What follows belongs to an exercise in optimizing a design on an open flow for small area, a short achievable clock period and few clock cycles per item; a production flow would make more cautious choices. In this exercise RTL edits were held to simulation tests only and were not proved equivalent to the original.

job 6926:
==> flow/design.v (excerpt) <==
module air_cmac (
    input  wire         clk,
    input  wire         rst,
    input  wire         in_valid,
    output wire         in_ready,
    input  wire         in_first,
    input  wire         in_last,
    input  wire [4:0]   in_nbytes,
    input  wire [127:0] in_key,
    input  wire [127:0] in_data,
    output reg          out_valid,
    input  wire         out_ready,
    output wire [63:0]  out_tag
);
    reg         bfull;
    reg [127:0] blk;
    reg         bfirst, blast, bhit;
    reg [4:0]   bnb;
    reg [127:0] key_r;     
    reg [127:0] l_r;       
    reg         l_valid;
    reg [127:0] state;     
    reg [127:0] rk;        
    reg [3:0]   rnd;       
    reg         fin_rnd;   
    reg         sel_w3;    
    reg  [7:0]  rcon;      
    reg         pend;      
    reg         job_l;     
    reg         job_last;  
    assign in_ready = !bfull;
    assign out_tag  = state[127:64];
    function automatic [127:0] dbl(input [127:0] v);
        dbl = {v[126:0], 1'b0} ^ (v[127] ? 128'h87 : 128'h0);
    endfunction
    wire [127:0] k1 = dbl(l_r);
    wire [127:0] k2 = dbl(k1);
    reg  [127:0] padded;
    integer b;
    always @(*) begin
        for (b = 0; b < 16; b = b + 1) begin
            if (b < bnb)
                padded[127-8*b -: 8] = blk[127-8*b -: 8];
            else if (b == bnb)
                padded[127-8*b -: 8] = 8'h80;
            else
                padded[127-8*b -: 8] = 8'h00;
        end
    end
    wire         need_l = bfirst && !bhit;
    wire [127:0] m_in   = !blast         ? blk :
                          (bnb >= 5'd16) ? (blk ^ k1) : (padded ^ k2);
    wire [127:0] feed   = (need_l ? 128'h0 : m_in) ^ key_r;
    wire [127:0] rk_next;
    wire [127:0] sr, mc;
    aes_key_step u_key (.rk({fin_rnd ? key_r[127:32] : rk[127:32],
  ...
Settings: LEC_CHECK=0, CAP_MARGIN=20, CORE_MARGIN=2, CORE_UTILIZATION=65, CTS_BUF_LIST=sky130_fd_sc_hd__clkbuf_4 sky130_fd_sc_hd__clkbuf_8, PLACE_DENSITY=0.85, SETUP_SLACK_MARGIN=3.8, SLEW_MARGIN=20; clock period 10.0 ns.
standard.sh (not shown) runs the stock make flow with config.mk's settings and CLKGATE_MAP_FILE= SYNTH_SCRIPT=/design/flow/synth_recipe.tcl, a recipe that flattens the netlist after the stock synthesis.
==> flow/flow/run.sh <==
#!/bin/bash
# Layout flow: the standard flow (standard.sh) with two changes.
#  1. Synthesis: ABC maps the logic with flow/abc_map.script (an area-
#     oriented &nf mapping) in place of ORFS's abc_speed/abc_area script.
#     Everything else in synthesis, registers included, is the standard
#     synthesis.
#  2. Placement: the port buffers that buffer_ports puts on every input and
#     output are sky130_fd_sc_hd__buf_1 cells.
# Each tool's output goes to the ORFS logs under orfs/logs; make's own
# output goes to flow_make.log.
set -euo pipefail
HERE=$(pwd)

# ORFS's synth.tcl, with abc_args pointed at our ABC script right after the
# preamble has set them up.
sed "/source \$::env(SCRIPTS_DIR)\/synth_preamble.tcl/a set abc_args [lreplace \$abc_args 1 1 $HERE/flow/abc_map.script]" \
    "$FLOW_HOME/scripts/synth.tcl" > "$HERE/synth_core.tcl"
grep -q "abc_map.script" "$HERE/synth_core.tcl"
# The standard flow's synthesis wrapper, sourcing that copy instead of ORFS's.
sed "s#source \$::env(SCRIPTS_DIR)/synth.tcl#source $HERE/synth_core.tcl#" \
    "$HERE/synth_recipe.tcl" > "$HERE/synth_top.tcl"
grep -q "synth_core.tcl" "$HERE/synth_top.tcl"

bash "$HERE/standard.sh" SYNTH_SCRIPT="$HERE/synth_top.tcl" \
    BUFFER_PORTS_ARGS="-buffer_cell sky130_fd_sc_hd__buf_1" \
    finish > "$HERE/flow_make.log" 2>&1
==> flow/flow/abc_map.script <==
strash
&get -n
&dch -f
&nf -R 1000
&put
buffer -c
topo
stime -c
upsize -c
dnsize -c
Both conditions hold for job 6926: the flow ran to the end and the final layout passed the timing, DRC and antenna checks.
Testbench counts of job 6926, summed over its fixed seeds: cycles 28,895, blocks 2,635.
## Diff of input files: job 5335 against job 6926
# job 6926
export LEC_CHECK = 0
export CAP_MARGIN = 20
export CORE_MARGIN = 2
export CORE_UTILIZATION = 65
export CTS_BUF_LIST = sky130_fd_sc_hd__clkbuf_4 sky130_fd_sc_hd__clkbuf_8
export PLACE_DENSITY = 0.85
export SETUP_SLACK_MARGIN = 3.8
export SLEW_MARGIN = 20
create_clock -name core_clock -period 10.0 [get_ports {clk}]
# job 5335
export LEC_CHECK = 0
export CAP_MARGIN = 20
export CORE_MARGIN = 2
export CORE_UTILIZATION = 65
export CTS_BUF_LIST = sky130_fd_sc_hd__clkbuf_4 sky130_fd_sc_hd__clkbuf_8
export PLACE_DENSITY = 0.85
export SETUP_SLACK_MARGIN = 4.0
export SLEW_MARGIN = 20
create_clock -name core_clock -period 10.0 [get_ports {clk}]
[summary]
Job 5335: no failed stages, no open violations at the end. Worst setup slack (job 5335 over job 6926): decrease, 0.0043 ns. On via count of the first global-routing pass: between job 5335 and job 6926, it ends up lower for job 6926. The final reports for job 5335 and job 6926 show global-route wire length before repair higher in the former. Slew at the pin closest to its max-slew limit delta for job 5335 relative to job 6926: 0.069 ns lower. Summary of job 5335 over job 6926: proportion of synthesized area in mux cells held steady.

-- static timing again, ports no longer ideal --
No port has a modelled driver above. Below, the same layouts with a new extraction and two added sets of constraints. Step 1 (the two cells are an assumption about what drives the block):
set clk [get_ports {clk}]
set_driving_cell -lib_cell sky130_fd_sc_hd__clkbuf_16 $clk
set_driving_cell -lib_cell sky130_fd_sc_hd__buf_2 [delete_from_list [all_inputs] $clk]
Step 2 moves the port delays by t, midway between the first and last clock arrival at a register: inputs arrive t later, outputs are due t later. That takes back most of the time a late clock gives input paths. Slacks: ideal ports / drivers / drivers and shift; pairs: ideal ports / drivers.
| run | t, ns | slack for setup (ns) | hold slack, ns | latest minus earliest clock arrival (ns) |
|---|---|---|---|---|
| job 6926 | 0.879 | 3.907 / 3.907 / 3.907 | 0.482 / 0.482 / 0.482 | 0.073 / 0.073 |
| job 5335 | 0.873 | 3.903 / 3.903 / 3.903 | 0.496 / 0.496 / 0.496 | 0.064 / 0.063 |
After both steps every run listed still meets setup and hold.
